Background: an optimization exercise with open tools, aiming at small area, a short achievable clock period and few clock cycles. Do not read the settings as production practice.

==> job 9758: inputs <==
==> flow/design.v <==
module strobe_energy (
    input  wire        clk,
    input  wire        rst,
    input  wire        tbl_we,
    input  wire [2:0]  tbl_sel,
    input  wire [3:0]  tbl_idx,
    input  wire [31:0] tbl_data,
    input  wire        step_start,
    input  wire [15:0] step_theta,
    input  wire [10:0] step_density,
    input  wire        step_boost,
    input  wire [2:0]  step_pclass,
    input  wire [1:0]  step_nsub,
    input  wire        step_clamp,
    input  wire        dot_valid,
    output wire        dot_ready,
    input  wire [1:0]  dot_value,
    input  wire [3:0]  dot_hist,
    output wire        res_valid,
    input  wire        res_ready,
    output wire [22:0] res_energy,
    output wire [3:0]  res_mask
);
    localparam TBL_HI     = 3'd1;
    localparam TBL_LO     = 3'd2;
    localparam TBL_TARGET = 3'd3;
    localparam TBL_TEMP   = 3'd4;
    localparam TBL_SUB    = 3'd5;
    localparam TBL_BOOST  = 3'd6;
    localparam DIV_STEPS  = 3;           
    localparam DIV_CYC    = 12 / DIV_STEPS;
    reg [11:0] energy_hi [0:15];
    reg [11:0] energy_lo [0:15];
    reg [15:0] energy_target [0:1];
    reg [15:0] temp_pt [0:15];
    reg [11:0] temp_scale [0:15];
    reg [9:0]  sub_share [0:3];          
    reg [11:0] boost_tbl [0:7];
    reg        wr_we;
    reg [2:0]  wr_sel;
    reg [3:0]  wr_idx;
    reg [31:0] wr_data;
    always @(posedge clk) begin
        wr_we   <= tbl_we;
        wr_sel  <= tbl_sel;
        wr_idx  <= tbl_idx;
        wr_data <= tbl_data;
        if (wr_we) begin
            case (wr_sel)
                TBL_HI:     energy_hi[wr_idx] <= wr_data[11:0];
                TBL_LO:     energy_lo[wr_idx] <= wr_data[11:0];
                TBL_TARGET: energy_target[wr_idx[0]] <= wr_data[15:0];
                TBL_TEMP: begin
                    temp_pt[wr_idx]    <= wr_data[31:16];
                    temp_scale[wr_idx] <= wr_data[11:0];
                end
                TBL_SUB:    sub_share[wr_idx[1:0]] <= wr_data[9:0];
                TBL_BOOST:  boost_tbl[wr_idx[2:0]] <= wr_data[11:0];
                default: ;
            endcase
        end
    end
    localparam ST_IDLE = 4'd0;
    localparam ST_RDLO = 4'd1;
    localparam ST_RDHI = 4'd2;
    localparam ST_MUL  = 4'd3;
    localparam ST_DIV  = 4'd4;
    localparam ST_UPS  = 4'd5;
    localparam ST_UP2  = 4'd6;
    localparam ST_UP3  = 4'd7;
    localparam ST_EK   = 4'd8;
    localparam ST_RUN  = 4'd9;
    reg [3:0]  state;
    reg [1:0]  cnt;
    reg [11:0] scale;        
    reg [10:0] density;      
    reg [11:0] boost;        
    reg [15:0] clamp_e;      
    reg [1:0]  nsub;
    reg        clamp_on;
    reg [20:0] e0, e1, e2, e3;
    wire [15:0] theta = e0[15:0];    
    wire [15:0] span  = e1[15:0];    
    wire [27:0] dv    = {e3[6:0], e2};
    wire [20:0] sub_e [0:3];
    assign sub_e[0] = e0;
    assign sub_e[1] = e1;
    assign sub_e[2] = e2;
    assign sub_e[3] = e3;
    function ge16s;
        input [15:0] a, b;
        reg [15:0] ua, ub, g, l;
        reg [7:0]  g1, l1;
        reg [3:0]  g2, l2;
        reg [1:0]  g3, l3;
        integer    k;
        begin
            ua = {~a[15], a[14:0]};
            ub = {~b[15], b[14:0]};
            g  = ua & ~ub;
            l  = ~ua & ub;
            for (k = 0; k < 8; k = k + 1) begin
                g1[k] = g[2*k+1] | (~l[2*k+1] & g[2*k]);
                l1[k] = l[2*k+1] | (~g[2*k+1] & l[2*k]);
            end
            for (k = 0; k < 4; k = k + 1) begin
                g2[k] = g1[2*k+1] | (~l1[2*k+1] & g1[2*k]);
                l2[k] = l1[2*k+1] | (~g1[2*k+1] & l1[2*k]);
            end
            for (k = 0; k < 2; k = k + 1) begin
                g3[k] = g2[2*k+1] | (~l2[2*k+1] & g2[2*k]);
                l3[k] = l2[2*k+1] | (~g2[2*k+1] & l2[2*k]);
            end
            ge16s = ~(l3[1] | (~g3[1] & l3[0]));
        end
    endfunction
    reg [15:0] ge;
    integer i;
    always @(*) begin
        for (i = 0; i < 16; i = i + 1)
            ge[i] = ge16s(theta, temp_pt[i]);
    end
    wire [16:0] gl = {1'b0, ge[15:1], 1'b1};
    wire [15:0] sel_lo = gl[15:0] & ~gl[16:1];
    wire [15:0] sel_hi = {sel_lo[14:0], 1'b0};
    wire [15:0] rsel = (state == ST_RDHI) ? sel_hi : sel_lo;
    wire        interp = ge[0] && !ge[15];
    reg [15:0] rd_pt;
    reg [11:0] rd_sc;
    always @(*) begin
        rd_pt = 16'd0;
        rd_sc = 12'd0;
        for (i = 0; i < 16; i = i + 1) begin
            rd_pt = rd_pt | (temp_pt[i] & {16{rsel[i]}});
            rd_sc = rd_sc | (temp_scale[i] & {12{rsel[i]}});
        end
    end
    wire [12:0] ds_up  = {1'b0, rd_sc} - {1'b0, scale};
    wire [11:0] ds_dn  = scale - rd_sc;
    wire        down   = ds_up[12];
    wire [15:0] dt_up  = theta - span;
    wire [15:0] dt_dn  = rd_pt - theta;
    wire [11:0] ip_ds  = down ? ds_dn : ds_up[11:0];
    wire [15:0] ip_dt  = down ? dt_dn : dt_up;
    reg [27:0] dv_next;
    reg [16:0] r17;
    reg [17:0] r_sub;
    always @(*) begin
        dv_next = dv;
        for (i = 0; i < DIV_STEPS; i = i + 1) begin
            r17   = {dv_next[27:12], dv_next[11]};
            r_sub = {1'b0, r17} - {2'b00, span};
            if (!r_sub[17])
                dv_next = {r_sub[15:0], dv_next[10:0], 1'b1};
            else
                dv_next = {r17[15:0], dv_next[10:0], 1'b0};
        end
    end
    wire [11:0] part_lo = scale + {dv[11-DIV_STEPS:0], {DIV_STEPS{1'b0}}};
    wire [11-DIV_STEPS:0] part_hi1 = part_lo[11:DIV_STEPS] + 1'b1;
    wire [DIV_STEPS:0] low_sum = {1'b0, part_lo[DIV_STEPS-1:0]} + {1'b0, dv_next[DIV_STEPS-1:0]};
    wire [11:0] scale_fix = {low_sum[DIV_STEPS] ? part_hi1 : part_lo[11:DIV_STEPS],
                             low_sum[DIV_STEPS-1:0]};
    wire [11:0] boost_rd  = boost_tbl[boost[2:0]];
    wire [11:0] boost_sel = (boost[3] && boost_rd != 12'd0) ? boost_rd : 12'd1024;
    reg        in0_v, in1_v;
    reg        rdy;          
    reg [1:0]  in0_val, in1_val;
    reg [3:0]  in0_h, in1_h;
    reg        q1_v, q1_z;
    reg [17:0] q1_x;
    reg        q2_v, q2_z;
    reg [19:0] q2_x;
    reg        q3_v, q3_z;
    reg [20:0] q3_x;
    reg        q4_v, q4_z;
    reg [22:0] q4_x;
    reg        out_v;
    reg [22:0] out_energy;
    reg [3:0]  out_mask;
    reg        sk_v;         
    reg [22:0] sk_energy;    
    reg [3:0]  sk_mask;
    assign dot_ready  = rdy;
    assign res_valid  = out_v;
    assign res_energy = out_energy;
    assign res_mask   = out_mask;
    wire run      = (state == ST_RUN);
    wire adv      = !sk_v;
    wire push     = adv && q4_v;
    wire pop      = out_v && res_ready;
    wire ok2      = (state == ST_UP2) || (state == ST_UP3) || (state == ST_EK);
    wire ok3      = (state == ST_UP3) || (state == ST_EK);
    wire ok1      = (state == ST_UPS) || ok2;
    wire su_q3    = !q3_v;                           
    wire su_q2    = !q2_v || (ok3 && su_q3);
    wire su_q1    = !q1_v || (ok2 && su_q2);
    wire su_in    = ok1 && su_q1;
    wire q4_en    = run ? adv : 1'b1;
    wire q3_en    = run ? adv : su_q3;
    wire q2_en    = run ? adv : su_q2;
    wire q1_en    = run ? adv : su_q1;
    wire in_go    = in0_v && (run ? adv : su_in);
    wire dot_acc  = dot_valid && rdy;
    wire        cls_lo = (in0_val == 2'b01);
    reg  [15:0] m1_a;
    reg  [11:0] m1_b;
    always @(*) begin
        case (state)
            ST_RDLO: begin m1_a = energy_target[0]; m1_b = 12'd614; end
            ST_MUL:  begin m1_a = theta;            m1_b = dv[11:0]; end
            default: begin
                m1_a = cls_lo ? energy_target[1] : energy_target[0];
                m1_b = cls_lo ? energy_lo[in0_h] : energy_hi[in0_h];
            end
        endcase
    end
    wire [27:0] m1_p = m1_a * m1_b;
    wire [29:0] m2_p = q1_x * scale;
    wire [30:0] m3_p = q2_x * density;
    wire        ek_mode = (state == ST_EK);
    wire [9:0]  w_rd    = sub_share[cnt];
    wire [10:0] w_k     = {(w_rd == 10'd0), w_rd};
    wire [20:0] m4_a = ek_mode ? sub_e[3] : q3_x;
    wire [11:0] m4_b = ek_mode ? {1'b0, w_k} : boost;
    wire [32:0] m4_p = m4_a * m4_b;
    wire [22:0] x4   = m4_p[32:10];
    wire        over = clamp_on && (x4 > {7'd0, clamp_e});
    wire [22:0] s4_e = over ? {7'd0, clamp_e} : x4;
    reg  [24:0] rr;
    reg  [24:0] r_ge, r_nx;
    reg  [3:0]  s5_m;
    integer     j;
    always @(*) begin
        rr   = {1'b0, q4_x, 1'b0};
        s5_m = 4'd0;
        for (j = 0; j < 4; j = j + 1) begin
            r_ge = rr - {4'd0, sub_e[j]};
            r_nx = rr - {3'd0, sub_e[j], 1'b0};
            if (j <= nsub && !r_ge[24]) begin
                s5_m[j] = 1'b1;
                rr = r_nx;
            end
        end
    end
    wire [22:0] d_energy = q4_z ? 23'd0 : q4_x;
    wire [3:0]  d_mask   = q4_z ? 4'd0  : s5_m;
    always @(posedge clk) begin
        if (rst) begin
            state   <= ST_IDLE;
            in0_v   <= 1'b0;
            in1_v   <= 1'b0;
            rdy     <= 1'b1;
            q1_v    <= 1'b0;
            q2_v    <= 1'b0;
            q3_v    <= 1'b0;
            q4_v    <= 1'b0;
            out_v   <= 1'b0;
            sk_v    <= 1'b0;
        end else begin
            if (in_go) begin
                in0_v <= in1_v || dot_acc;
                in1_v <= 1'b0;
                rdy   <= 1'b1;
            end else begin
                in0_v <= in0_v || dot_acc;
                in1_v <= in1_v || (in0_v && dot_acc);
                rdy   <= !(in1_v || (in0_v && dot_acc));
            end
            if (q1_en)
                q1_v <= in_go;
            if (q2_en)
                q2_v <= q1_v && (run || ok2);
            if (q3_en)
                q3_v <= q2_v && (run || ok3);
            if (q4_en)
                q4_v <= q3_v && run;
            if (!out_v || res_ready)
                out_v <= sk_v || push;
            sk_v <= sk_v ? !pop : (push && out_v && !res_ready);
            case (state)
                ST_IDLE, ST_RUN:
                    if (step_start)
                        state <= ST_RDLO;
                ST_RDLO: state <= ST_RDHI;
                ST_RDHI: state <= interp ? ST_MUL : ST_UPS;
                ST_MUL:  state <= ST_DIV;
                ST_DIV:
                    if (cnt == DIV_CYC - 1)
                        state <= ST_UPS;
                ST_UPS:  state <= ST_UP2;
                ST_UP2:  state <= ST_UP3;
                ST_UP3:  state <= ST_EK;
                ST_EK:
                    if (cnt == nsub)
                        state <= ST_RUN;
                default: state <= ST_IDLE;
            endcase
        end
    end
    always @(posedge clk) begin
        if (!in1_v) begin
            in1_val <= dot_value;
            in1_h   <= dot_hist;
        end
        if (in_go || !in0_v) begin
            in0_val <= in1_v ? in1_val : dot_value;
            in0_h   <= in1_v ? in1_h : dot_hist;
        end
        if (q1_en) begin
            q1_z <= (in0_val == 2'b00);
            q1_x <= m1_p[27:10];
        end
        if (q2_en) begin
            q2_z <= q1_z;
            q2_x <= m2_p[29:10];
        end
        if (q3_en) begin
            q3_z <= q2_z;
            q3_x <= m3_p[30:10];
        end
        if (q4_en) begin
            q4_z <= q3_z;
            q4_x <= s4_e;
        end
        if (!out_v || res_ready) begin
            out_energy <= sk_v ? sk_energy : d_energy;
            out_mask   <= sk_v ? sk_mask : d_mask;
        end
        if (!sk_v) begin
            sk_energy <= d_energy;
            sk_mask   <= d_mask;
        end
        case (state)
            ST_IDLE, ST_RUN: begin
                if (step_start) begin
                    e0       <= {5'd0, step_theta};
                    density  <= step_density;
                    boost    <= {8'd0, step_boost, step_pclass};
                    nsub     <= step_nsub;
                    clamp_on <= step_clamp;
                end
            end
            ST_RDLO: begin
                e1      <= {5'd0, rd_pt};
                scale   <= rd_sc;
                boost   <= boost_sel;
                clamp_e <= m1_p[25:10];
            end
            ST_RDHI: begin
                e1    <= {5'd0, rd_pt - span};
                cnt   <= 2'd0;
                e0    <= {5'd0, ip_dt};
                e2    <= {9'd0, ip_ds};
                e3    <= 21'd0;
                if (interp && down)
                    scale <= rd_sc;
                if (!interp)
                    q1_x <= {2'd0, energy_target[0]};
            end
            ST_MUL: begin
                e2 <= m1_p[20:0];
                e3 <= {14'd0, m1_p[27:21]};
            end
            ST_DIV: begin
                e2  <= dv_next[20:0];
                e3  <= {14'd0, dv_next[27:21]};
                cnt <= cnt + 2'd1;
                if (cnt == DIV_CYC - 1) begin
                    scale <= scale_fix;
                    q1_x  <= {2'd0, energy_target[0]};
                end
            end
            ST_UP3: begin
                e3       <= m4_p[30:10];
                cnt      <= 2'd0;
            end
            ST_EK: begin
                case (cnt)
                    2'd0: e0 <= m4_p[30:10];
                    2'd1: e1 <= m4_p[30:10];
                    2'd2: e2 <= m4_p[30:10];
                    default: e3 <= m4_p[30:10];
                endcase
                cnt <= cnt + 2'd1;
            end
            default: ;
        endcase
    end
endmodule
==> flow/flow/run.sh <==
#!/bin/bash
# The standard layout, except that the input and output ports are buffered
# with buf_4 cells instead of the delay buffers buffer_ports picks by default.
# make's full output (which holds every tool's output) goes to flow_make.log;
# ORFS also keeps each step's log under orfs/logs/.
set -o pipefail
bash standard.sh "BUFFER_PORTS_ARGS=-buffer_cell sky130_fd_sc_hd__buf_4" finish > flow_make.log 2>&1
==> flow/standard.sh <==
#!/bin/bash
# synth_recipe.tcl (not shown) runs the flow's synth.tcl, then flattens the netlist and writes it again
# the make line also repeats each setting of config.mk as NAME=value (left out here)
make -C /OpenROAD-flow-scripts/flow DESIGN_CONFIG=/design/flow/config.mk WORK_HOME=/design/flow/orfs CLKGATE_MAP_FILE= SYNTH_SCRIPT=/design/flow/synth_recipe.tcl "${@:-finish}"
==> flow/config.mk <==
export PLATFORM = sky130hd
export DESIGN_NAME = strobe_energy
export DESIGN_NICKNAME = strobe_energy
export VERILOG_FILES = /design/flow/design.v
export SDC_FILE = /design/flow/constraint.sdc
export NUM_CORES = 4
export LEC_CHECK = 0
export CAP_MARGIN = 20
export CORE_MARGIN = 2
export CORE_UTILIZATION = 65
export PLACE_DENSITY = 0.72
export SLEW_MARGIN = 20
==> flow/constraint.sdc <==
create_clock -name core_clock -period 52.0 [get_ports {clk}]
set_input_delay 10.4000 -clock core_clock [delete_from_list [all_inputs] [get_ports {clk}]]
set_output_delay 10.4000 -clock core_clock [all_outputs]
set_load 0.01 [all_outputs]
==> inputs of job 9042, as changes to job 9758 <==
--- a/flow/design.v
+++ b/flow/design.v
@@ -73,5 +73,8 @@
     reg [3:0]  state;
     reg [1:0]  cnt;
+    reg [15:0] theta;        
+    reg [15:0] span;         
     reg [11:0] scale;        
+    reg [27:0] dv;           
     reg [10:0] density;      
     reg [11:0] boost;        
@@ -79,45 +82,10 @@
     reg [1:0]  nsub;
     reg        clamp_on;
-    reg [20:0] e0, e1, e2, e3;
-    wire [15:0] theta = e0[15:0];    
-    wire [15:0] span  = e1[15:0];    
-    wire [27:0] dv    = {e3[6:0], e2};
-    wire [20:0] sub_e [0:3];
-    assign sub_e[0] = e0;
-    assign sub_e[1] = e1;
-    assign sub_e[2] = e2;
-    assign sub_e[3] = e3;
-    function ge16s;
-        input [15:0] a, b;
-        reg [15:0] ua, ub, g, l;
-        reg [7:0]  g1, l1;
-        reg [3:0]  g2, l2;
-        reg [1:0]  g3, l3;
-        integer    k;
-        begin
-            ua = {~a[15], a[14:0]};
-            ub = {~b[15], b[14:0]};
-            g  = ua & ~ub;
-            l  = ~ua & ub;
-            for (k = 0; k < 8; k = k + 1) begin
-                g1[k] = g[2*k+1] | (~l[2*k+1] & g[2*k]);
-                l1[k] = l[2*k+1] | (~g[2*k+1] & l[2*k]);
-            end
-            for (k = 0; k < 4; k = k + 1) begin
-                g2[k] = g1[2*k+1] | (~l1[2*k+1] & g1[2*k]);
-                l2[k] = l1[2*k+1] | (~g1[2*k+1] & l1[2*k]);
-            end
-            for (k = 0; k < 2; k = k + 1) begin
-                g3[k] = g2[2*k+1] | (~l2[2*k+1] & g2[2*k]);
-                l3[k] = l2[2*k+1] | (~g2[2*k+1] & l2[2*k]);
-            end
-            ge16s = ~(l3[1] | (~g3[1] & l3[0]));
-        end
-    endfunction
+    reg [20:0] sub_e [0:3];  
     reg [15:0] ge;
     integer i;
     always @(*) begin
         for (i = 0; i < 16; i = i + 1)
-            ge[i] = ge16s(theta, temp_pt[i]);
+            ge[i] = ($signed(theta) >= $signed(temp_pt[i]));
     end
     wire [16:0] gl = {1'b0, ge[15:1], 1'b1};
@@ -157,9 +125,4 @@
         end
     end
-    wire [11:0] part_lo = scale + {dv[11-DIV_STEPS:0], {DIV_STEPS{1'b0}}};
-    wire [11-DIV_STEPS:0] part_hi1 = part_lo[11:DIV_STEPS] + 1'b1;
-    wire [DIV_STEPS:0] low_sum = {1'b0, part_lo[DIV_STEPS-1:0]} + {1'b0, dv_next[DIV_STEPS-1:0]};
-    wire [11:0] scale_fix = {low_sum[DIV_STEPS] ? part_hi1 : part_lo[11:DIV_STEPS],
-                             low_sum[DIV_STEPS-1:0]};
     wire [11:0] boost_rd  = boost_tbl[boost[2:0]];
     wire [11:0] boost_sel = (boost[3] && boost_rd != 12'd0) ? boost_rd : 12'd1024;
@@ -334,6 +297,6 @@
         case (state)
             ST_IDLE, ST_RUN: begin
+                theta <= step_theta;
                 if (step_start) begin
-                    e0       <= {5'd0, step_theta};
                     density  <= step_density;
                     boost    <= {8'd0, step_boost, step_pclass};
@@ -343,5 +306,5 @@
             end
             ST_RDLO: begin
-                e1      <= {5'd0, rd_pt};
+                span    <= rd_pt;
                 scale   <= rd_sc;
                 boost   <= boost_sel;
@@ -349,9 +312,8 @@
             end
             ST_RDHI: begin
-                e1    <= {5'd0, rd_pt - span};
+                span  <= rd_pt - span;
                 cnt   <= 2'd0;
-                e0    <= {5'd0, ip_dt};
-                e2    <= {9'd0, ip_ds};
-                e3    <= 21'd0;
+                theta <= ip_dt;
+                dv    <= {16'd0, ip_ds};
                 if (interp && down)
                     scale <= rd_sc;
@@ -360,27 +322,20 @@
             end
             ST_MUL: begin
-                e2 <= m1_p[20:0];
-                e3 <= {14'd0, m1_p[27:21]};
+                dv <= m1_p;
             end
             ST_DIV: begin
-                e2  <= dv_next[20:0];
-                e3  <= {14'd0, dv_next[27:21]};
+                dv  <= dv_next;
                 cnt <= cnt + 2'd1;
                 if (cnt == DIV_CYC - 1) begin
-                    scale <= scale_fix;
+                    scale <= scale + dv_next[11:0];
                     q1_x  <= {2'd0, energy_target[0]};
                 end
             end
             ST_UP3: begin
-                e3       <= m4_p[30:10];
+                sub_e[3] <= m4_p[30:10];
                 cnt      <= 2'd0;
             end
             ST_EK: begin
-                case (cnt)
-                    2'd0: e0 <= m4_p[30:10];
-                    2'd1: e1 <= m4_p[30:10];
-                    2'd2: e2 <= m4_p[30:10];
-                    default: e3 <= m4_p[30:10];
-                endcase
+                sub_e[cnt] <= m4_p[30:10];
                 cnt <= cnt + 2'd1;
             end
CORE_UTILIZATION = 40   (was 65)
PLACE_DENSITY = 0.6   (was 0.72)
==> qor summary <==
Result of the run: job 9042 complete, no violations; job 9758 complete, no violations
Ant. Diodes: job 9042 3; job 9758 0
Data buffer area share: job 9042 0.0186; job 9758 0.0210
Total stage count of the critical path: job 9042 47; job 9758 53
Die width: job 9042 494 um; job 9758 380 um
Highest attainable clock frequency: job 9042 80.2 MHz; job 9758 83.2 MHz
Time the worst path needs with I/O delays and setup: job 9042 12,480 ps; job 9758 12,010 ps
Effective utilization at floorplan: job 9042 0.403; job 9758 0.653
Multi-input gate share of total cell area: job 9042 0.465; job 9758 0.479
Routed metal-1 wirelength: job 9042 112,000 um; job 9758 102,000 um
Vias in the first global route: job 9042 66,300; job 9758 64,800
Worst slew margin relative to its limit: job 9042 0.188; job 9758 0.158
Final Cell Area: job 9042 106,000 um2; job 9758 101,000 um2
Pin slew with the least headroom to its limit: job 9042 1210 ps; job 9758 1250 ps
Sum of net half-perimeters after detailed placement: job 9042 197,000 um; job 9758 189,000 um
Compound-Gate Fraction of Synth Area: job 9042 0.0951; job 9758 0.104
Max Clock Skew: job 9042 58.5 ps; job 9758 67.6 ps
Area used by multi-input combinational logic: job 9042 49,500 um2; job 9758 48,200 um2
Function was not checked in any run of this note: the RTL went through the layout flow alone.

[re-timing with driven ports]
The results above use ideal ports. As a check the final layouts listed here were re-extracted and re-timed, cells and wires unchanged.
Step 1 assumes that a clkbuf_16 drives the clock port and a buf_2 every other input.
Step 2 adds t to the input delays and takes it off the output delays; t is the mean of the earliest and latest rising clock arrival at the registers after step 1. Input paths then give back, and output paths get back, about the clock's delay inside the block.
Slacks: ideal ports / drivers / drivers and shift; pairs: ideal ports / drivers.
run | shift t [ns] | slack for setup (ns) | hold slack, ns | worst setup path after step 2 | worst slew at a driven data input, ns
job 9758 | 0.885 | 39.986 / 39.986 / 39.986 | 0.441 / 0.441 / 0.441 | register to register | 0.12
job 9042 | 0.881 | 39.524 / 39.524 / 39.524 | 0.396 / 0.396 / 0.396 | register to register | 0.13
After both steps setup and hold are still met in every run listed.
